Background: an optimization exercise with open tools, aiming at small area, a short achievable clock period and few clock cycles per item. Do not read the settings as production practice. At most, simulation tests tie the RTL to the original design; equivalence was not proved. No functional check of the RTL was part of runs 1 and 2.

## flow/run.sh

```bash
#!/bin/bash
# synth_recipe.tcl (not shown) runs the flow's synth.tcl, then flattens the netlist and writes it again
# the make line also repeats each setting of config.mk as NAME=value (left out here)
make -C /OpenROAD-flow-scripts/flow DESIGN_CONFIG=/design/flow/config.mk WORK_HOME=/design/flow/orfs CLKGATE_MAP_FILE= SYNTH_SCRIPT=/design/flow/synth_recipe.tcl finish
```

## flow/config.mk

```make
export PLATFORM = sky130hd
export DESIGN_NAME = kg9_decunit
export DESIGN_NICKNAME = kg9_decunit
export VERILOG_FILES = /design/flow/design.v
export SDC_FILE = /design/flow/constraint.sdc
export NUM_CORES = 8
export LEC_CHECK = 0
export ABC_AREA = 1
export CAP_MARGIN = 40
export CORE_MARGIN = 2
export CORE_UTILIZATION = 30
export SLEW_MARGIN = 40
```

## flow/constraint.sdc

```tcl
create_clock -name core_clock -period 50.0 [get_ports {clk}]
set_input_delay 10.0000 -clock core_clock [delete_from_list [all_inputs] [get_ports {clk}]]
set_output_delay 10.0000 -clock core_clock [all_outputs]
set_load 0.01 [all_outputs]
```

## flow/design.v

```verilog
module kg9_bcd_addsub (
    input  wire [127:0] x,
    input  wire [127:0] y,
    input  wire         sub,
    input  wire         ea,
    input  wire         cin,
    output wire [127:0] s,
    output wire         co
);
    localparam N = 32;
    wire [N-1:0]   g, p;
    wire [4*N-1:0] v;
    genvar i;
    generate
        for (i = 0; i < N; i = i + 1) begin : g_dig
            wire [3:0] xd = x[4*i +: 4];
            wire [3:0] yd = y[4*i +: 4];
            wire [3:0] yb;
            assign yb[0] = yd[0] ^ sub;
            assign yb[1] = ~yd[1];
            assign yb[2] = ~(yd[2] ^ (yd[1] & ~sub));
            assign yb[3] = sub ? ~yd[3] : (yd[3] | yd[2] | yd[1]);
            wire [4:0] t = xd + yb;
            assign g[i] = t[4];
            assign p[i] = &t[3:0];
            assign v[4*i +: 4] = t[3:0];
        end
    endgenerate
    wire [N-1:0] gg, pp;
    kg9_prefix #(.N(N)) u_pre (.g(g), .p(p), .go(gg), .po(pp));
    wire cout0 = gg[N-1];
    wire ci    = ea ? cout0 : cin;
    wire neg   = ea & ~cout0;
    assign co  = ea ? cout0 : (cout0 | (pp[N-1] & cin));
    generate
        for (i = 0; i < N; i = i + 1) begin : g_out
            wire c  = (i == 0) ? ci : (gg[i-1] | (pp[i-1] & ci));
            wire cd = g[i] | (p[i] & c);
            wire [3:0] w = v[4*i +: 4] + c;
            wire [3:0] d = cd ? w : (w + 4'd10);
            wire [3:0] dn;    
            assign dn[0] = ~d[0];
            assign dn[1] = d[1];
            assign dn[2] = d[1] ^ d[2];
            assign dn[3] = ~(d[3] | d[2] | d[1]);
            assign s[4*i +: 4] = neg ? dn : d;
        end
    endgenerate
endmodule
module kg9_prefix #(parameter N = 32) (
    input  wire [N-1:0] g,
    input  wire [N-1:0] p,
    output wire [N-1:0] go,
    output wire [N-1:0] po
);
    localparam L = (N <= 2) ? 1 : (N <= 4) ? 2 : (N <= 8) ? 3 : (N <= 16) ? 4 : (N <= 32) ? 5 : 6;
    wire [N-1:0] gl [0:L];
    wire [N-1:0] pl [0:L];
    assign gl[0] = g;
    assign pl[0] = p;
    genvar k, i;
    generate
        for (k = 0; k < L; k = k + 1) begin : g_lvl
            for (i = 0; i < N; i = i + 1) begin : g_b
                if ((i >> k) & 1) begin : g_c
                    localparam integer J = ((i >> k) << k) - 1;
                    assign gl[k+1][i] = gl[k][i] | (pl[k][i] & gl[k][J]);
                    assign pl[k+1][i] = pl[k][i] & pl[k][J];
                end else begin : g_p
                    assign gl[k+1][i] = gl[k][i];
                    assign pl[k+1][i] = pl[k][i];
                end
            end
        end
    endgenerate
    assign go = gl[L];
    assign po = pl[L];
endmodule
module kg9_bcd_x2 #(parameter N = 32) (
    input  wire [4*N-1:0] x,
    output wire [4*N-1:0] y
);
    genvar i;
    generate
        for (i = 0; i < N; i = i + 1) begin : g_dig
            wire [3:0] d = x[4*i +: 4];
            wire       ci;
            if (i == 0) begin : g_c0
                assign ci = 1'b0;
            end else begin : g_c
                wire [3:0] dl = x[4*i-4 +: 4];
                assign ci = dl[3] | (dl[2] & (dl[1] | dl[0]));    
            end
            wire [2:0] h;
            assign h[2] = (d[2] & ~d[1] & ~d[0]) | (d[3] & d[0]);
            assign h[1] = (~d[3] & ~d[2] & d[1]) | (d[2] & d[1] & d[0]) | (d[3] & ~d[0]);
            assign h[0] = (~d[3] & ~d[2] & d[0]) | (d[2] & d[1] & ~d[0]) | (d[3] & ~d[0]);
            assign y[4*i +: 4] = {h, ci};
        end
    endgenerate
endmodule
module kg9_bcd_x5 #(parameter N = 32) (
    input  wire [4*N-1:0] x,
    output wire [4*N-1:0] y
);
    genvar i;
    generate
        for (i = 0; i < N; i = i + 1) begin : g_dig
            wire       od = x[4*i];
            wire [2:0] h;
            if (i == 0) begin : g_h0
                assign h = 3'd0;
            end else begin : g_h
                assign h = x[4*i-1 -: 3];     
            end
            assign y[4*i]     = od ^ h[0];
            assign y[4*i + 1] = od ? (~h[2] & (h[1] ^ h[0])) : h[1];
            assign y[4*i + 2] = od ? (~h[2] & ~(h[1] & h[0])) : h[2];
            assign y[4*i + 3] = od & (h[2] | (h[1] & h[0]));
        end
    endgenerate
endmodule
module kg9_decunit (
    input  wire         clk,
    input  wire         rst,
    input  wire         start,
    input  wire [2:0]   op,
    input  wire [127:0] a,
    input  wire [127:0] b,
    input  wire [13:0]  imm,
    output wire         ready,
    output reg          done,
    output wire [127:0] res,
    output wire [127:0] rem,
    output reg          z,
    output reg          n,
    output reg          dv,
    output reg          exc_data,
    output reg          exc_div
);
    localparam OP_ADDP = 3'd0, OP_SUBP = 3'd1, OP_MULP = 3'd2,
               OP_DIVP = 3'd3, OP_CMPP = 3'd4, OP_SHRP = 3'd5;
    localparam S_IDLE = 3'd0, S_EXEC = 3'd1, S_MUL = 3'd2, S_DIV = 3'd3,
               S_SHL  = 3'd4, S_SHR  = 3'd5, S_SHF = 3'd6;
    reg [2:0]   state;
    reg [2:0]   op_r;
    reg [123:0] x1;
    reg [127:0] x2;
    reg [123:0] x3;
    reg [3:0]   asn, bsn;    
    reg [4:0]   scale;
    reg [5:0]   sh;
    reg [3:0]   rnd;
    reg [4:0]   cnt;         
    reg [3:0]   drop;        
    reg [3:0]   md;          
    reg [3:0]   qacc;        
    reg [4:0]   la;          
    reg [5:0]   nstep;       
    reg [4:0]   nreal;       
    reg         cur_real;    
    reg         lost;        
    reg         ovf;         
    reg         sgn;         
    reg         remneg;      
    reg         resq;        
    wire sa = (asn == 4'hD);
    wire sb = (bsn == 4'hD);
    assign ready = (state == S_IDLE);
    assign res   = {resq ? x1 : x2[123:0], sgn ? 4'hD : 4'hC};
    assign rem   = {x2[123:0], (remneg && x2[123:0] != 124'd0) ? 4'hD : 4'hC};
    function automatic digits_ok(input [123:0] v);
        integer k;
        begin
            digits_ok = 1'b1;
            for (k = 0; k < 31; k = k + 1)
                if (v[4*k+3] & (v[4*k+2] | v[4*k+1])) digits_ok = 1'b0;
        end
    endfunction
    wire a_ok = digits_ok(x1) && (asn == 4'hC || asn == 4'hD || asn == 4'hF);
    wire b_ok = digits_ok(x3) && (bsn == 4'hC || bsn == 4'hD || bsn == 4'hF);
    wire bad  = !b_ok || (op_r != OP_SHRP && !a_ok);
    wire x1_nz = |x1;
    wire x2_nz = |x2;
    wire x3_nz = |x3;
    wire [127:0] m1 = {4'd0, x3};
    wire [127:0] m2, m4, m5, m8;
    kg9_bcd_x2 #(.N(32)) u_m2 (.x(m1), .y(m2));
    kg9_bcd_x2 #(.N(32)) u_m4 (.x(m2), .y(m4));
    kg9_bcd_x2 #(.N(32)) u_m8 (.x(m4), .y(m8));
    kg9_bcd_x5 #(.N(32)) u_m5 (.x(m1), .y(m5));
    wire ge2 = (x2 >= m2);
    wire ge4 = (x2 >= m4);
    wire ge5 = (x2 >= m5);
    wire ge8 = (x2 >= m8);
    wire [4:0] mul_sel = {md == 4'd8 || md == 4'd9,
                          md == 4'd5 || md == 4'd6 || md == 4'd7,
                          md == 4'd4,
                          md == 4'd2 || md == 4'd3,
                          md == 4'd1};    
    wire [3:0] md_next = (md == 4'd7) ? 4'd2 :
                         (md == 4'd3 || md == 4'd6 || md == 4'd9) ? 4'd1 : 4'd0;
    wire [4:0] div_sel = ge8 ? 5'b10000 :
                         ge5 ? 5'b01000 :
                         ge4 ? 5'b00100 :
                         ge2 ? 5'b00010 : 5'b00001;
    wire [3:0] div_m   = ge8 ? 4'd8 : ge5 ? 4'd5 : ge4 ? 4'd4 : ge2 ? 4'd2 : 4'd0;
    wire       div_try = !ge2;                  
    wire       div_fin = div_try || (ge4 && !ge5);
    wire is_mul = (op_r == OP_MULP);
    wire is_div = (op_r == OP_DIVP);
    wire is_as  = (op_r == OP_ADDP || op_r == OP_SUBP);
    wire is_cmp = (op_r == OP_CMPP);
    wire eff_sub = sa ^ sb ^ (op_r == OP_SUBP);
    wire [4:0] sel = is_mul ? mul_sel : (is_div ? div_sel : 5'b00001);
    wire [127:0] opy = ({128{sel[0]}} & m1) | ({128{sel[1]}} & m2) |
                       ({128{sel[2]}} & m4) | ({128{sel[3]}} & m5) |
                       ({128{sel[4]}} & m8);
    wire a_ea  = is_cmp | (is_as & eff_sub);
    wire asub  = is_div | a_ea;
    wire rnd_up = (op_r == OP_SHRP) && sh[5] && (({1'b0, drop} + {1'b0, rnd}) >= 5'd10);
    wire [127:0] sum;
    wire         aco;
    kg9_bcd_addsub u_add (.x(x2), .y(opy), .sub(asub), .ea(a_ea), .cin(is_div | rnd_up),
                          .s(sum), .co(aco));
    wire sum_lo_z = (sum[123:0] == 124'd0);
    wire sum_nz   = |sum;
    wire         div_pos = !div_try || aco;
    wire [127:0] div_r   = div_pos ? sum : x2;
    wire [3:0]   div_q   = qacc + (div_try ? {3'd0, aco} : div_m);
    reg [4:0] lead_n;     
    reg [3:0] lead_d;     
    integer k;
    always @(*) begin
        lead_n = 5'd0;
        lead_d = 4'd0;
        for (k = 0; k < 31; k = k + 1)
            if (x1[4*k +: 4] != 4'd0) begin
                lead_n = k + 1;
                lead_d = x1[4*k +: 4];
            end
    end
    wire [30:0] pos = 31'd1 << (la - 5'd1);
    reg  [3:0]  d_next;
    reg  [123:0] clr;
    integer j;
    always @(*) begin
        d_next = 4'd0;
        for (j = 0; j < 30; j = j + 1)
            if (pos[j+1]) d_next = x1[4*j +: 4];
        for (j = 0; j < 31; j = j + 1)
            clr[4*j +: 4] = {4{pos[j] & cur_real}};
    end
    wire [123:0] x1c     = x1 & ~clr;
    wire [123:0] x1_qn   = {x1c[119:0], div_q};
    wire [3:0]   d_in    = (nreal != 5'd0) ? d_next : 4'd0;
    wire         div_ov  = ovf | (x1c[123:120] != 4'd0);
    wire         q_zero  = (x1c[119:0] == 120'd0) && (div_q == 4'd0);
    wire is_shrp = (op_r == OP_SHRP);
    wire exec_ok = (state == S_EXEC) && !bad;
    wire mul_go  = (state == S_MUL) || (exec_ok && is_mul);
    wire shl_go  = (state == S_SHL) || (exec_ok && is_shrp && sh != 6'd0 && !sh[5]);
    wire shr_go  = (state == S_SHR) || (exec_ok && is_shrp && sh[5]);
    wire shf_go  = (state == S_SHF) || (exec_ok && is_shrp && sh == 6'd0);
    wire mul_neg = (state == S_EXEC) ? ((sa ^ sb) & x1_nz & x3_nz) : sgn;
    wire mul_ov  = ovf | (sum[127:124] != 4'd0) | (lost & (md != 4'd0));
    always @(posedge clk) begin
        if (rst) begin
            state <= S_IDLE;
            done  <= 1'b0;
        end else begin
            done <= 1'b0;
            if (state == S_IDLE && start) begin
                op_r  <= op;
                x1    <= a[127:4];
                x3    <= b[127:4];
                x2    <= (op == OP_ADDP || op == OP_SUBP || op == OP_CMPP) ?
                         {4'd0, a[127:4]} : 128'd0;
                asn   <= a[3:0];
                bsn   <= b[3:0];
                scale <= imm[4:0];
                sh    <= imm[13:8];
                rnd   <= imm[3:0];
                cnt   <= imm[13] ? (~imm[12:8] + 5'd1) : imm[12:8];
                md    <= a[7:4];
                qacc  <= 4'd0;
                lost  <= 1'b0;
                ovf   <= 1'b0;
                drop  <= 4'd0;
                resq  <= (op == OP_DIVP);
                state <= S_EXEC;
            end
            if (state == S_EXEC) begin
                exc_data <= 1'b0;
                exc_div  <= 1'b0;
                dv       <= 1'b0;
                remneg   <= sa;
                if (bad) begin
                    exc_data <= 1'b1;
                    done     <= 1'b1;
                    state    <= S_IDLE;
                end else begin
                    case (op_r)
                        OP_ADDP, OP_SUBP: begin
                            x2 <= sum;
                            z  <= sum_lo_z;
                            if (eff_sub) begin
                                sgn <= aco ? sa : (!sa & sum_nz);
                                n   <= (aco ? sa : !sa) & !sum_lo_z;
                            end else begin
                                sgn <= sa & sum_nz;
                                n   <= sa & !sum_lo_z;
                                dv  <= (sum[127:124] != 4'd0);
                            end
                            done  <= 1'b1;
                            state <= S_IDLE;
                        end
                        OP_CMPP: begin : cmp_blk
                            reg an, bn;
                            an = sa & x2_nz;
                            bn = sb & x3_nz;
                            z  <= (an == bn) & !sum_nz;
                            if (an != bn)
                                n <= an;
                            else if (an)
                                n <= aco;
                            else
                                n <= !aco & sum_nz;
                            done  <= 1'b1;
                            state <= S_IDLE;
                        end
                        OP_MULP: begin
                            sgn   <= mul_neg;
                            state <= S_MUL;
                        end
                        OP_DIVP: begin
                            sgn <= 1'b0;
                            if (!x3_nz) begin
                                exc_div <= 1'b1;
                                done    <= 1'b1;
                                state   <= S_IDLE;
                            end else if (lead_n == 5'd0) begin
                                x2    <= 128'd0;
                                z     <= 1'b1;
                                n     <= 1'b0;
                                done  <= 1'b1;
                                state <= S_IDLE;
                            end else begin
                                x2       <= {124'd0, lead_d};
                                la       <= lead_n;
                                nreal    <= lead_n - 5'd1;
                                cur_real <= 1'b1;
                                nstep    <= {1'b0, lead_n} + {1'b0, scale} - 6'd1;
                                state    <= S_DIV;
                            end
                        end
                        default: ;
                    endcase
                end
            end
            if (mul_go) begin
                x2  <= {4'd0, sum[123:0]};
                ovf <= mul_ov;
                if (md_next == 4'd0) begin
                    x1   <= {4'd0, x1[123:4]};
                    x3   <= {x3[119:0], 4'd0};
                    lost <= lost | (x3[123:120] != 4'd0);
                    md   <= x1[7:4];
                    if (x1[123:4] == 120'd0) begin
                        z     <= sum_lo_z;
                        n     <= mul_neg & !sum_lo_z;
                        dv    <= mul_ov;
                        done  <= 1'b1;
                        state <= S_IDLE;
                    end
                end else begin
                    md <= md_next;
                end
            end
            if (state == S_DIV) begin
                if (div_fin) begin
                    x1    <= x1_qn;
                    ovf   <= div_ov;
                    qacc  <= 4'd0;
                    nstep <= nstep - 6'd1;
                    nreal <= (nreal != 5'd0) ? nreal - 5'd1 : 5'd0;
                    cur_real <= (nreal != 5'd0);
                    if (div_ov) begin
                        exc_div <= 1'b1;
                        done    <= 1'b1;
                        state   <= S_IDLE;
                    end else if (nstep == 6'd0) begin
                        x2     <= div_r;
                        z      <= q_zero;
                        n      <= (sa ^ sb) & !q_zero;
                        sgn    <= (sa ^ sb) & !q_zero;
                        done   <= 1'b1;
                        state  <= S_IDLE;
                    end else begin
                        x2 <= {div_r[123:0], d_in};
                    end
                end else begin
                    x2   <= sum;
                    qacc <= div_q;
                end
            end
            if (shl_go) begin
                x3    <= {x3[119:0], 4'd0};
                lost  <= lost | (x3[123:120] != 4'd0);
                cnt   <= cnt - 5'd1;
                state <= (cnt == 5'd1) ? S_SHF : S_SHL;
            end
            if (shr_go) begin
                x3    <= {4'd0, x3[123:4]};
                drop  <= x3[3:0];
                cnt   <= cnt - 5'd1;
                state <= (cnt == 5'd1) ? S_SHF : S_SHR;
            end
            if (shf_go) begin
                x2    <= sum;
                z     <= sum_lo_z;
                n     <= sb & !sum_lo_z;
                sgn   <= sb & (!sum_lo_z | lost);
                dv    <= lost;
                done  <= 1'b1;
                state <= S_IDLE;
            end
        end
    end
endmodule
```

==> out/metrics.yaml, run 1 <==
status: "no timing/DRC/antenna violations"
core_area_mm2: 0.243
worst_path_max_delay_cell: "buf_4"
seq_area_mm2: 0.0134
clkTransAtPathRegs_ps: 60
max_freq_ghz: 0.0575
cts_tree: "done"
wirelength_mm: 393
r2r_setup_slack_ps: 32610
cts_buffers: 68
start_kind: "register"
synth_edf_count: 442
whs_ps: 610
initial_core_util_pct: 30.1
yosysUniqueCellTypes: 82
synth_top_family_by_area: "simple AND/OR/NAND/NOR gates"
synth_top_area_share_pct: 18.2
setup_viol_count_final: 0
min_period_ps: 17390
async_flop_share_pct: 0
dr.pass1.iters: 7
grt_max_degree: 178
cts_setup_buffers: 0
max_slew_margin_pct: 32.6
tns_ps: 0
die_h_um: 497
die-width_um: 497
synthSimpleGateAreaFrac_pct: 26.6
cts_hold_buffers: 0
ys.flop_type: "edfxtp_1"
required_ps: 50510
ys_seq_area_share_pct: 18.3
period_share_pct: 34.8
cts_resized: 0
synthAdderAreaFrac_pct: 15.3
critPathMaxFanout: 50
gr-total-overflow: 0
htree_levels: 3
rr_endpoint: "z$_DFFE_PN_"
rsz0062_at_grt: "false"
max_stage_delay_ps: 710
synth.avg_cell_area_um2: 6.36
areaGrowthSynthToFinish_pct: 14.5
fin_area_mm2: 0.0835
slew_violations: 0
min_path_type: "register to register"
rows: 181
avgViaCountPerCell: 5.81
hold-path-cell-count: 2
critPathKind: "register to register"
cp-end-kind: "register"
cp_common_cell: "nand2_1"
clockBufferDepth: 3
gp_congestion: 1.03
holdPathEnd: "state[2]$_SDFF_PP0_"
synth_compound_area_share_pct: 24.4
tightest_slew_ps: 1010
insertion_delay_ps: 750
worst_ep_arrival_time_ps: 17900
muxShareOfSynthArea_pct: 0.0137
rr_worst_depth: 80
drive_above_1_share_pct: 3.90
dp_hpwl_mm: 312
drtIter0Drc: 11700
cts_sinks: 446
grt_use_total_pct: 30.1
ios: 539
nNetsFinal: 12800
hold_violations: 0
fillCellCount: 26800
netlist_instances: 11500
synthTopCellsByArea: "edfxtp_1, ha_1, nand2_1, o21ai_0, inv_1"
ys_ff_latch: 446
antenna_found_initial: 37
drc: 0
reg2reg_from: "x3[34]$_DFFE_PN_"
grt_pass1_vias: 77300
io_buffers: 529
place_area_mm2: 0.0811
synthXorXnorAreaFrac_pct: 3.78
cts_root_buf: "clkbuf_16"
syn_area_mm2: 0.0730
multiInputGateArea_mm2: 0.0514
synth_area_leader_cell: "edfxtp_1"
fin_worst_skew_ps: 53.0
detail_route.wl_per_cell_um: 26.3
dieArea_mm2: 0.247
grt_pass1_wl_mm: 552
min-delay-start: "state[2]$_SDFF_PP0_"
drv_cap: 0
fin_util_pct: 34.4
yosys_warnings: 2
vias: 86700
ant_nets: 0
[Yosys cell counts, drive strengths merged (8+ instances only)]
master      n
nand2    2452
inv      1449
o21ai    1172
nor2     1162
a21oi    1005
ha        835
nand3     495
edfxtp    442
clkbuf    394
o22ai     366
buf       220
nor3      213
xor2      179
nand4     156
o221ai    118
xnor2     118
nor4       98
a31oi      93
a211oi     80
o31ai      48
a221oi     43
o211ai     39
fa         35
o2111ai    33
a22oi      28
nand3b     27
o21a       25
or2        24
a2111oi    14
clkinv     14
o21bai     14
a311oi     12
and2        8
[worst max-delay path by stage]
stage / start / endpoint / slack, ps
after CTS: x3[34]$_DFFE_PN_ / z$_DFFE_PN_ / 33490
after floorplan: rst / md[0]$_DFFE_PP_ / 30860
final: x3[34]$_DFFE_PN_ / z$_DFFE_PN_ / 32610
after global placement: x3[53]$_DFFE_PN_ / z$_DFFE_PN_ / 33240
after detailed placement: x3[34]$_DFFE_PN_ / z$_DFFE_PN_ / 33560
after global routing: x3[32]$_DFFE_PN_ / sgn$_DFFE_PN_ / 31960
[state kept, by name, summed over array words and instances, names as in the netlist, 5 cells and up]
| name | cells |
|---|---|
| scale | 5 |
| x3 | 124 |
| la | 5 |
| x2 | 128 |
| nstep | 6 |
| nreal | 5 |
| cnt | 5 |
| x1 | 124 |
| sh | 6 |
[per-stage QoR]
stage          cells  setup slack [ps]
4_1_cts        14900             33490
3_3_place_gp   14800             33240
5_1_grt        14900             31960
2_1_floorplan  11500             30860
6_report       14900             32610
3_5_place_dp   14800             33560
[area by class of cell]
type | instances | share of cell area (%)
Antenna cell | 11 | 0.0330
Clock buffer | 82 | 2.13
Clock inverter | 40 | 0.539
Inverter | 1463 | 6.62
Multi-Input combinational cell | 8959 | 61.6
Sequential cell | 446 | 16.0
Tap cell | 3202 | 4.80
Timing Repair Buffer | 727 | 8.30
[layer usage]
metal / part of all wire, % / wire length, um / track usage [%]
met1: 39 / 153000 / 38.2
met2: 42 / 164000 / 44.9
met3: 11 / 44600 / 7.47
met4: 7.9 / 31100 / 19.8
met5: 0.035 / 136 / 0
[worst max-delay path, delay by kind of cell, from the launching register on]
kind                     cells  cell delay, ps
AO/OA/AOI/OAI               11            2830
flip-flops                   1             500
buffers and inverters       13            3850
AND/OR/NAND/NOR             48            7580
XOR/XNOR                     2             410
adder cells (fa/ha/maj)      6            1670
[logic make-up after synthesis]
kind of cell	Yosys count
and+or+nand+nor	4660
DFF	446
other	2
buffers and inverters	2077
adders and majority gates	870
muxes	1
AOI/OAI and AO/OA	3125
xor gates and xnor gates	297
[layout by cell type (no fill, tap or decap), drive strengths merged, types with 366 or more instances in the layout]
cell,netlist,final
nand2,2452,2452
inv,1449,1450
o21ai,1172,1172
nor2,1162,1162
a21oi,1005,1005
ha,835,835
clkdlybuf4s50,0,529
nand3,495,495
edfxtp,442,442
o22ai,366,366
==> run 2: changes to the inputs <==
--- a/flow/config.mk
+++ b/flow/config.mk
@@ -5,7 +5,6 @@
 export SDC_FILE = /design/flow/constraint.sdc
 export NUM_CORES = 8
 export LEC_CHECK = 0
-export ABC_AREA = 1
 export CAP_MARGIN = 40
 export CORE_MARGIN = 2
 export CORE_UTILIZATION = 30
==> run 2 against run 1 <==
  * Still clean on timing, DRC and antenna
  * Global-route usage is 0.29 points higher
  * Non-clock buffer count increased by 106
  * Clock-buffer cell count shrank 5
  * Design area up 3.6%
  * Critical path depth decreased by 30
  * Sequential cell count stayed put
  * Highest routed layer unchanged
==> out/metrics.yaml, run 2 <==
status: "no timing/DRC/antenna violations"
core_area_mm2: 0.251
yosys_warnings: 2
synth.avg_cell_area_um2: 7.12
die-width_um: 506
rr_endpoint: "sgn$_DFFE_PN_"
yosysUniqueCellTypes: 108
critPathKind: "register to register"
insertion_delay_ps: 790
ios: 539
worst_slack_ps: 31470
wirelength_mm: 411
largest_registers: "x2: 128 flops, x1: 124 flops, x3: 124 flops"
netlist_instances: 10600
drv_cap: 0
grt_pass1_vias: 77500
ys.flop_type: "edfxtp_1"
max_stage_delay_ps: 910
yosys.cell_count.top_type: "nand2_1"
largest_reg_flops: 128
cts_buffers: 61
dr.pass1.iters: 7
io_buffers: 529
grt_use_total_pct: 30.3
tns_ps: 0
r2r_setup_slack_ps: 31470
cp_common_cell: "ha_1"
rr_worst_depth: 50
tightest_slew_ps: 1060
post-place-ws_ps: 32550
clkTransAtPathRegs_ps: 70
syn_area_mm2: 0.0757
vias: 86500
avgViaCountPerCell: 6.16
setup_viol_count_final: 0
cts_tree: "done"
max_slew_margin_pct: 29.2
dp_hpwl_mm: 319
htree_levels: 2
period_share_pct: 37.1
cts_root_buf: "clkbuf_16"
nNetsFinal: 11800
drc: 0
rows: 184
cts_hold_buffers: 0
ys_ff_latch: 446
slew_violations: 0
required_ps: 50540
initial_core_util_pct: 30.1
grt_pass1_wl_mm: 573
rsz0062_at_grt: "false"
cts_sinks: 446
async_flop_share_pct: 0
cp-end-kind: "register"
start_kind: "register"
synth_top_area_share_pct: 17.5
worst_path_max_delay_cell: "a2111oi_0"
cp-startpoint: "x3[119]$_DFFE_PN_"
min-delay-start: "nreal[2]$_DFFE_PN_"
drive_above_1_share_pct: 7.06
worst_ep_arrival_time_ps: 19070
hold-path-cell-count: 1
clockBufferDepth: 3
grt_max_degree: 188
synth_top_cells_by_count: "nand2_1, a21oi_1, o21ai_0"
final_common_cell: "nand2_1"
reg2reg_from: "x3[119]$_DFFE_PN_"
min_period_ps: 18530
drtIter0Drc: 12800
fin_worst_skew_ps: 62.5
critPathMaxFanout: 40
cts_resized: 0
die_h_um: 506
holdPathEnd: "nreal[2]$_DFFE_PN_"
final_cell_mix: "nand2_1, a21oi_1, o21ai_0"
cts_setup_buffers: 0
dieArea_mm2: 0.256
max_freq_ghz: 0.0540
detail_route.wl_per_cell_um: 29.3
ys_seq_area_share_pct: 17.6
synthTopCellsByArea: "edfxtp_1, ha_1, nand2_1, a21oi_1, o21ai_0"
max_flop_register: "x2"
gr-total-overflow: 0
synth_area_leader_cell: "edfxtp_1"
synth_edf_count: 442
hold_violations: 0
gp_congestion: 1.07
antenna_found_initial: 35
areaGrowthSynthToFinish_pct: 14.3
min_path_type: "register to register"
ant_nets: 0
## run 2: changes by cell type after synthesis, sizes merged, moves of 128 or more
cell    delta
o22ai    -192
o21ai    -151
clkbuf   +276
a21o     +357
inv     -1017
nor2     -422
nand2    -952
xnor2    +128
mux2i    +142
mux2     +152
## run 2: how the worst max path moves through the flow
stage                                     to  slack (ps)  cells past startpoint
after floorplan           cur_real$_DFFE_PN_       31560                      2
after global placement         sgn$_DFFE_PN_       31650                     50
after detailed placement       sgn$_DFFE_PN_       32550                     53
after CTS                      sgn$_DFFE_PN_       32500                     53
after global routing           sgn$_DFFE_PN_       31300                     53
final                          sgn$_DFFE_PN_       31470                     50
## run 2: cells by family (layout without fill, tap and decap cells)
| logic type | after synthesis | in the layout | synth area share, % |
|---|---|---|---|
| multiplexers | 299 | 299 | 4.27 |
| AO/OA/AOI/OAI | 3570 | 3570 | 28.9 |
| AND/OR/NAND/NOR | 3751 | 3751 | 23.0 |
| buffers and inverters | 1345 | 1382 | 7.46 |
| other | 2 | 30 | 0.00993 |
| flip-flops | 446 | 446 | 17.6 |
| adder cells (fa/ha/maj) | 870 | 870 | 14.7 |
| XOR/XNOR | 342 | 342 | 3.99 |
## run 2: critical path, delay by kind of cell, from the launching register on
family | cells | cell delay (ps)
multiplexers | 1 | 240
flip-flops | 1 | 770
buffers and inverters | 7 | 1770
XOR/XNOR | 1 | 210
AND/OR/NAND/NOR | 21 | 7830
adder cells (fa/ha/maj) | 6 | 2000
AO/OA/AOI/OAI | 14 | 5290
## run 2: final cells by class
type                            instances  area [um2]
Antenna cell                           24        60.1
Clock buffer                           77        1640
Clock inverter                         36         424
Fill cell                           26900      165000
Inverter                              436        1640
Multi-Input combinational cell       8838       57400
Sequential cell                       446       13400
Tap cell                             3348        4190
Timing Repair Buffer                  833        7790
## run 2: per-stage QoR
step | hold WS, ps | area, um2 | instances | utilization, %
6_report | 617 | 86500 | 14000 | 34.4
2_1_floorplan | 565 | 75700 | 10600 | -
4_1_cts | 615 | 86100 | 14000 | 34.3
3_3_place_gp | 599 | 83600 | 13900 | 33.3
3_5_place_dp | 597 | 84100 | 13900 | 33.5
5_1_grt | 627 | 86400 | 14000 | 34.4
## run 2: routing by layer
layer	share of wire [%]	GRT usage (%)	vias to the layer above
met4	7.8	19.8	26
li1	-	-	39000
met1	38	38.4	40700
met3	12	8.73	1207
met2	41	44.7	5600
met5	0.073	0.407	-
==> run 3: changes to the inputs <==
--- a/flow/design.v
+++ b/flow/design.v
@@ -2,48 +2,37 @@
     input  wire [127:0] x,
     input  wire [127:0] y,
     input  wire         sub,
-    input  wire         ea,
     input  wire         cin,
     output wire [127:0] s,
-    output wire         co
+    output wire         gt
 );
     localparam N = 32;
-    wire [N-1:0]   g, p;
-    wire [4*N-1:0] v;
+    wire [N-1:0] g, p;
+    wire [4*N-1:0] s0, s1;
     genvar i;
     generate
         for (i = 0; i < N; i = i + 1) begin : g_dig
             wire [3:0] xd = x[4*i +: 4];
-            wire [3:0] yd = y[4*i +: 4];
-            wire [3:0] yb;
-            assign yb[0] = yd[0] ^ sub;
-            assign yb[1] = ~yd[1];
-            assign yb[2] = ~(yd[2] ^ (yd[1] & ~sub));
-            assign yb[3] = sub ? ~yd[3] : (yd[3] | yd[2] | yd[1]);
-            wire [4:0] t = xd + yb;
-            assign g[i] = t[4];
-            assign p[i] = &t[3:0];
-            assign v[4*i +: 4] = t[3:0];
+            wire [3:0] yd = sub ? (4'd9 - y[4*i +: 4]) : y[4*i +: 4];
+            wire [4:0] t  = xd + yd;
+            assign g[i] = (t > 5'd9);
+            assign p[i] = (t == 5'd9);
+            wire [4:0] t1 = t + 5'd1;
+            assign s0[4*i +: 4] = (t  > 5'd9) ? (t[3:0]  + 4'd6) : t[3:0];
+            assign s1[4*i +: 4] = (t1 > 5'd9) ? (t1[3:0] + 4'd6) : t1[3:0];
         end
     endgenerate
     wire [N-1:0] gg, pp;
     kg9_prefix #(.N(N)) u_pre (.g(g), .p(p), .go(gg), .po(pp));
     wire cout0 = gg[N-1];
-    wire ci    = ea ? cout0 : cin;
-    wire neg   = ea & ~cout0;
-    assign co  = ea ? cout0 : (cout0 | (pp[N-1] & cin));
+    wire ci    = sub ? cout0 : cin;
+    wire neg   = sub & ~cout0;
+    assign gt  = cout0;
     generate
         for (i = 0; i < N; i = i + 1) begin : g_out
-            wire c  = (i == 0) ? ci : (gg[i-1] | (pp[i-1] & ci));
-            wire cd = g[i] | (p[i] & c);
-            wire [3:0] w = v[4*i +: 4] + c;
-            wire [3:0] d = cd ? w : (w + 4'd10);
-            wire [3:0] dn;    
-            assign dn[0] = ~d[0];
-            assign dn[1] = d[1];
-            assign dn[2] = d[1] ^ d[2];
-            assign dn[3] = ~(d[3] | d[2] | d[1]);
-            assign s[4*i +: 4] = neg ? dn : d;
+            wire c = (i == 0) ? ci : (gg[i-1] | (pp[i-1] & ci));
+            wire [3:0] d = c ? s1[4*i +: 4] : s0[4*i +: 4];
+            assign s[4*i +: 4] = neg ? (4'd9 - d) : d;
         end
     endgenerate
 endmodule
@@ -76,6 +65,50 @@
     assign go = gl[L];
     assign po = pl[L];
 endmodule
+module kg9_bcd_cmp #(parameter N = 32) (
+    input  wire [4*N-1:0] x,
+    input  wire [4*N-1:0] y,
+    output wire           ge,
+    output wire           eq
+);
+    wire [N-1:0] gt, e;
+    genvar i;
+    generate
+        for (i = 0; i < N; i = i + 1) begin : g_dig
+            wire [3:0] a = x[4*i +: 4];
+            wire [3:0] b = y[4*i +: 4];
+            wire [3:0] q = a ~^ b;
+            assign e[i]  = &q;
+            assign gt[i] = (a[3] & ~b[3]) |
+                           (q[3] & ((a[2] & ~b[2]) |
+                           (q[2] & ((a[1] & ~b[1]) |
+                           (q[1] & a[0] & ~b[0])))));
+        end
+    endgenerate
+    wire ge_gt;
+    kg9_cmp_tree #(.N(N)) u_t (.g(gt), .e(e), .go(ge_gt), .eo(eq));
+    assign ge = ge_gt | eq;
+endmodule
+module kg9_cmp_tree #(parameter N = 32) (
+    input  wire [N-1:0] g,
+    input  wire [N-1:0] e,
+    output wire         go,
+    output wire         eo
+);
+    generate
+        if (N == 1) begin : g_leaf
+            assign go = g[0];
+            assign eo = e[0];
+        end else begin : g_node
+            localparam L = N / 2;
+            wire gl, el, gh, eh;
+            kg9_cmp_tree #(.N(L))     u_lo (.g(g[L-1:0]), .e(e[L-1:0]), .go(gl), .eo(el));
+            kg9_cmp_tree #(.N(N - L)) u_hi (.g(g[N-1:L]), .e(e[N-1:L]), .go(gh), .eo(eh));
+            assign go = gh | (eh & gl);
+            assign eo = eh & el;
+        end
+    endgenerate
+endmodule
 module kg9_bcd_x2 #(parameter N = 32) (
     input  wire [4*N-1:0] x,
     output wire [4*N-1:0] y
@@ -83,7 +116,7 @@
     genvar i;
     generate
         for (i = 0; i < N; i = i + 1) begin : g_dig
-            wire [3:0] d = x[4*i +: 4];
+            wire [3:0] d  = x[4*i +: 4];
             wire       ci;
             if (i == 0) begin : g_c0
                 assign ci = 1'b0;
@@ -113,10 +146,7 @@
             end else begin : g_h
                 assign h = x[4*i-1 -: 3];     
             end
-            assign y[4*i]     = od ^ h[0];
-            assign y[4*i + 1] = od ? (~h[2] & (h[1] ^ h[0])) : h[1];
-            assign y[4*i + 2] = od ? (~h[2] & ~(h[1] & h[0])) : h[2];
-            assign y[4*i + 3] = od & (h[2] | (h[1] & h[0]));
+            assign y[4*i +: 4] = od ? {1'b0, h} + 4'd5 : {1'b0, h};
         end
     endgenerate
 endmodule
@@ -162,13 +192,13 @@
     reg         lost;        
     reg         ovf;         
     reg         sgn;         
-    reg         remneg;      
+    reg         remsgn;      
     reg         resq;        
     wire sa = (asn == 4'hD);
     wire sb = (bsn == 4'hD);
     assign ready = (state == S_IDLE);
     assign res   = {resq ? x1 : x2[123:0], sgn ? 4'hD : 4'hC};
-    assign rem   = {x2[123:0], (remneg && x2[123:0] != 124'd0) ? 4'hD : 4'hC};
+    assign rem   = {x2[123:0], remsgn ? 4'hD : 4'hC};
     function automatic digits_ok(input [123:0] v);
         integer k;
         begin
@@ -189,10 +219,12 @@
     kg9_bcd_x2 #(.N(32)) u_m4 (.x(m2), .y(m4));
     kg9_bcd_x2 #(.N(32)) u_m8 (.x(m4), .y(m8));
     kg9_bcd_x5 #(.N(32)) u_m5 (.x(m1), .y(m5));
-    wire ge2 = (x2 >= m2);
-    wire ge4 = (x2 >= m4);
-    wire ge5 = (x2 >= m5);
-    wire ge8 = (x2 >= m8);
+    wire ge1, ge2, ge4, ge5, ge8, eq1, eq2, eq4, eq5, eq8;
+    kg9_bcd_cmp #(.N(32)) u_c1 (.x(x2), .y(m1), .ge(ge1), .eq(eq1));
+    kg9_bcd_cmp #(.N(32)) u_c2 (.x(x2), .y(m2), .ge(ge2), .eq(eq2));
+    kg9_bcd_cmp #(.N(32)) u_c4 (.x(x2), .y(m4), .ge(ge4), .eq(eq4));
+    kg9_bcd_cmp #(.N(32)) u_c5 (.x(x2), .y(m5), .ge(ge5), .eq(eq5));
+    kg9_bcd_cmp #(.N(32)) u_c8 (.x(x2), .y(m8), .ge(ge8), .eq(eq8));
     wire [4:0] mul_sel = {md == 4'd8 || md == 4'd9,
                           md == 4'd5 || md == 4'd6 || md == 4'd7,
                           md == 4'd4,
@@ -203,31 +235,26 @@
     wire [4:0] div_sel = ge8 ? 5'b10000 :
                          ge5 ? 5'b01000 :
                          ge4 ? 5'b00100 :
-                         ge2 ? 5'b00010 : 5'b00001;
-    wire [3:0] div_m   = ge8 ? 4'd8 : ge5 ? 4'd5 : ge4 ? 4'd4 : ge2 ? 4'd2 : 4'd0;
-    wire       div_try = !ge2;                  
-    wire       div_fin = div_try || (ge4 && !ge5);
+                         ge2 ? 5'b00010 :
+                         ge1 ? 5'b00001 : 5'b00000;
+    wire [3:0] div_m   = ge8 ? 4'd8 : ge5 ? 4'd5 : ge4 ? 4'd4 : ge2 ? 4'd2 : ge1 ? 4'd1 : 4'd0;
+    wire       div_fin = !ge1 || (ge1 && !ge2) || (ge4 && !ge5);
+    wire       div_rz  = ge8 ? eq8 : ge5 ? eq5 : ge4 ? eq4 : ge2 ? eq2 : ge1 ? eq1 : !x2_nz;
+    wire [3:0] div_q   = qacc + div_m;
     wire is_mul = (op_r == OP_MULP);
     wire is_div = (op_r == OP_DIVP);
-    wire is_as  = (op_r == OP_ADDP || op_r == OP_SUBP);
-    wire is_cmp = (op_r == OP_CMPP);
     wire eff_sub = sa ^ sb ^ (op_r == OP_SUBP);
     wire [4:0] sel = is_mul ? mul_sel : (is_div ? div_sel : 5'b00001);
     wire [127:0] opy = ({128{sel[0]}} & m1) | ({128{sel[1]}} & m2) |
                        ({128{sel[2]}} & m4) | ({128{sel[3]}} & m5) |
                        ({128{sel[4]}} & m8);
-    wire a_ea  = is_cmp | (is_as & eff_sub);
-    wire asub  = is_div | a_ea;
+    wire asub = is_div | ((op_r == OP_ADDP || op_r == OP_SUBP) & eff_sub);
     wire rnd_up = (op_r == OP_SHRP) && sh[5] && (({1'b0, drop} + {1'b0, rnd}) >= 5'd10);
     wire [127:0] sum;
-    wire         aco;
-    kg9_bcd_addsub u_add (.x(x2), .y(opy), .sub(asub), .ea(a_ea), .cin(is_div | rnd_up),
-                          .s(sum), .co(aco));
+    wire         sgt;
+    kg9_bcd_addsub u_add (.x(x2), .y(opy), .sub(asub), .cin(rnd_up), .s(sum), .gt(sgt));
     wire sum_lo_z = (sum[123:0] == 124'd0);
     wire sum_nz   = |sum;
-    wire         div_pos = !div_try || aco;
-    wire [127:0] div_r   = div_pos ? sum : x2;
-    wire [3:0]   div_q   = qacc + (div_try ? {3'd0, aco} : div_m);
     reg [4:0] lead_n;     
     reg [3:0] lead_d;     
     integer k;
@@ -294,7 +321,7 @@
                 exc_data <= 1'b0;
                 exc_div  <= 1'b0;
                 dv       <= 1'b0;
-                remneg   <= sa;
+                remsgn   <= 1'b0;
                 if (bad) begin
                     exc_data <= 1'b1;
                     done     <= 1'b1;
@@ -305,8 +332,8 @@
                             x2 <= sum;
                             z  <= sum_lo_z;
                             if (eff_sub) begin
-                                sgn <= aco ? sa : (!sa & sum_nz);
-                                n   <= (aco ? sa : !sa) & !sum_lo_z;
+                                sgn <= sgt ? sa : (!sa & sum_nz);
+                                n   <= (sgt ? sa : !sa) & !sum_lo_z;
                             end else begin
                                 sgn <= sa & sum_nz;
                                 n   <= sa & !sum_lo_z;
@@ -319,13 +346,13 @@
                             reg an, bn;
                             an = sa & x2_nz;
                             bn = sb & x3_nz;
-                            z  <= (an == bn) & !sum_nz;
+                            z  <= (an == bn) & eq1;
                             if (an != bn)
                                 n <= an;
                             else if (an)
-                                n <= aco;
+                                n <= ge1 & !eq1;
                             else
-                                n <= !aco & sum_nz;
+                                n <= !ge1;
                             done  <= 1'b1;
                             state <= S_IDLE;
                         end
@@ -390,14 +417,15 @@
                         done    <= 1'b1;
                         state   <= S_IDLE;
                     end else if (nstep == 6'd0) begin
-                        x2     <= div_r;
+                        x2     <= sum;
                         z      <= q_zero;
                         n      <= (sa ^ sb) & !q_zero;
                         sgn    <= (sa ^ sb) & !q_zero;
+                        remsgn <= sa & !div_rz;
                         done   <= 1'b1;
                         state  <= S_IDLE;
                     end else begin
-                        x2 <= {div_r[123:0], d_in};
+                        x2 <= {sum[123:0], d_in};
                     end
                 end else begin
                     x2   <= sum;
==> run 3 against run 2 <==
  * Critical endpoint unchanged
  * First-iteration DRC count increased by 4.1%
  * Cell count rose by 3.7%
  * Critical path depth is 1 higher
  * Sequential cell count unchanged
  * Critical path type unchanged
  * Design area grew 7.2%
  * Global-route usage grew 0.27 points
  * Die area increased by 7.5%
  * Worst hold slack lost 9.9 ps
==> out/metrics.yaml, run 3 <==
status: "no timing/DRC/antenna violations"
setup_viol_count_final: 0
dieArea_mm2: 0.275
wirelength_mm: 445
min_path_type: "register to register"
synth_edf_count: 442
grt_pass1_wl_mm: 617
yosysUniqueCellTypes: 135
ios: 539
dr.pass1.iters: 9
clockBufferDepth: 3
min-delay-start: "remsgn$_DFFE_PN_"
cts_sinks: 446
cts_hold_buffers: 0
synthTopCellsByArea: "edfxtp_1, ha_1, o21ai_0, nand2_1, xnor2_1"
synthXorXnorAreaFrac_pct: 6.45
antenna_found_initial: 43
gr-total-overflow: 0
fin_util_pct: 34.3
critPathMaxFanout: 57
final_cell_mix: "nand2_1, o21ai_0, ha_1"
yosys_warnings: 2
max_stage_delay_ps: 800
ys.flop_type: "edfxtp_1"
max_freq_ghz: 0.0557
period_share_pct: 35.9
yosys.cell_count.top_type: "nand2_1"
ys_ff_latch: 446
dp_hpwl_mm: 353
synthSimpleGateAreaFrac_pct: 21.2
drc: 0
ant_nets: 0
critPathKind: "register to register"
cts_setup_buffers: 0
slew_violations: 0
clkTransAtPathRegs_ps: 60
synth_compound_area_share_pct: 27.1
muxShareOfSynthArea_pct: 4.40
cts_tree: "done"
vias: 90000
die_h_um: 525
drive_above_1_share_pct: 7.28
tns_ps: 0
rows: 191
synth_top_cells_by_count: "nand2_1, o21ai_0, ha_1"
initial_core_util_pct: 30.1
core_area_mm2: 0.270
seq_area_mm2: 0.0134
hold_violations: 0
synth.avg_cell_area_um2: 7.50
detail_route.wl_per_cell_um: 30.6
synth_area_leader_cell: "edfxtp_1"
synthAdderAreaFrac_pct: 17.1
cts_buffers: 67
largest_registers: "x2: 128 flops, x1: 124 flops, x3: 124 flops"
tightest_slew_ps: 974
htree_levels: 3
async_flop_share_pct: 0
max_flop_register: "x2"
synth_top_area_share_pct: 16.3
largest_reg_flops: 128
critPathTopFamily: "compound AO/OA/AOI/OAI gates"
worst_ep_arrival_time_ps: 18430
gp_congestion: 1.02
worst_path_max_delay_cell: "a2111oi_2"
dp.cells: 14400
avgViaCountPerCell: 6.18
instances_no_fill: 14600
grt_max_degree: 168
die-width_um: 525
required_ps: 50480
cp-startpoint: "x3[29]$_DFFE_PN_"
cts_resized: 0
multiInputGateArea_mm2: 0.0626
netlist_instances: 10800
cp_num_buf_inv: 7
ys_seq_area_share_pct: 16.4
cp_common_cell: "ha_1"
rsz0062_at_grt: "false"
insertion_delay_ps: 740
io_buffers: 529
final_common_cell: "nand2_1"
syn_area_mm2: 0.0814
nNetsFinal: 12300
drv_cap: 0
cp-end-kind: "register"
fin_worst_skew_ps: 43.6
drtIter0Drc: 13300
reg2reg_from: "x3[29]$_DFFE_PN_"
cts_root_buf: "clkbuf_16"
grt_pass1_vias: 81500
start_kind: "register"
min_period_ps: 17960
grt_use_total_pct: 30.6
fillCellCount: 29000
max_slew_margin_pct: 34.6
areaGrowthSynthToFinish_pct: 14.0
synth_top_family_by_area: "compound AO/OA/AOI/OAI gates"
==> run 3: cell count changes after synthesis, sizes merged, moves of 161 or more <==
cell / before / now
a21oi: 1114 / 696
nand2: 1500 / 1264
xnor2: 246 / 465
ha: 835 / 1028
a21o: 359 / 191
nor2: 740 / 578
inv: 432 / 593
==> run 3: area by class of cell <==
type	instances	area share [%]
Clock inverter	42	0.575
Tap cell	3570	4.82
Inverter	596	2.43
Multi-Input combinational cell	8997	67.5
Clock buffer	74	1.88
Antenna cell	15	0.0405
Timing Repair Buffer	811	8.36
Sequential cell	446	14.4
==> run 3: worst paths after layout <==
check                      to  slack (ps)  cells past startpoint
max             sgn$_DFFE_PN_       32040                     51
max reg2reg     sgn$_DFFE_PN_       32040                     51
min reg2reg  remsgn$_DFFE_PN_         610                      2
min          remsgn$_DFFE_PN_         610                      2
==> run 3: worst min-delay path, cell delays in order, from the launching register on <==
cell      delay, ps
edfxtp_1        360
nand3_1          70
o21ai_0          70
==> run 3: kinds of logic (layout without fill, tap and decap cells) <==
logic type / count (synthesis) / in the layout
AND/OR/NAND/NOR: 3564 / 3564
AO/OA/AOI/OAI: 3405 / 3405
buffers and inverters: 1410 / 1523
adder cells (fa/ha/maj): 1099 / 1099
XOR/XNOR: 590 / 590
flip-flops: 446 / 446
multiplexers: 333 / 333
other: 2 / 21
==> run 3: layer usage <==
| layer | vias up | routed length, um | global-route usage [%] |
|---|---|---|---|
| met5 | - | 183 | 0 |
| met3 | 913 | 54500 | 7.72 |
| met1 | 43100 | 189000 | 43.0 |
| li1 | 40200 | - | - |
| met2 | 5776 | 172000 | 42.1 |
| met4 | 30 | 28900 | 16.8 |
==> run 3: metrics by stage <==
step                      hold slack (ps)  cell area [um2]  setup slack, ps
final                                 607            92700            32040
after global routing                  641            92700            31790
after CTS                             589            92500            32610
after detailed placement              575            90200            32720
after global placement                571            89700            32550
after floorplan                       543            81400            31410
Testbench counts of run 3, summed over its fixed seeds: cycles 14,445, ops 2,400.

re-timing with driven ports:
The flow's constraints put no driver on any port. The routed layouts listed below were extracted and timed again, unchanged, in two steps. Step 1: set_driving_cell puts a clkbuf_16 on clk and a buf_2 on each other input, an assumption about the parent block. Step 2 also shifts input and output timing later by t, the mid clock arrival at the registers, as if the neighbouring blocks saw the same clock. Slacks: ideal ports / drivers / drivers and shift; pairs: ideal ports / drivers.
run	t, ns	setup WS [ns]	worst setup path after step 2	cell pins on the clock port's net
run 1	0.812	32.615 / 32.615 / 32.615	register to register	1
run 2	0.855	31.474 / 31.474 / 31.474	register to register	1
run 3	0.823	32.044 / 32.044 / 32.044	register to register	1
After both steps every run listed still meets setup and hold.
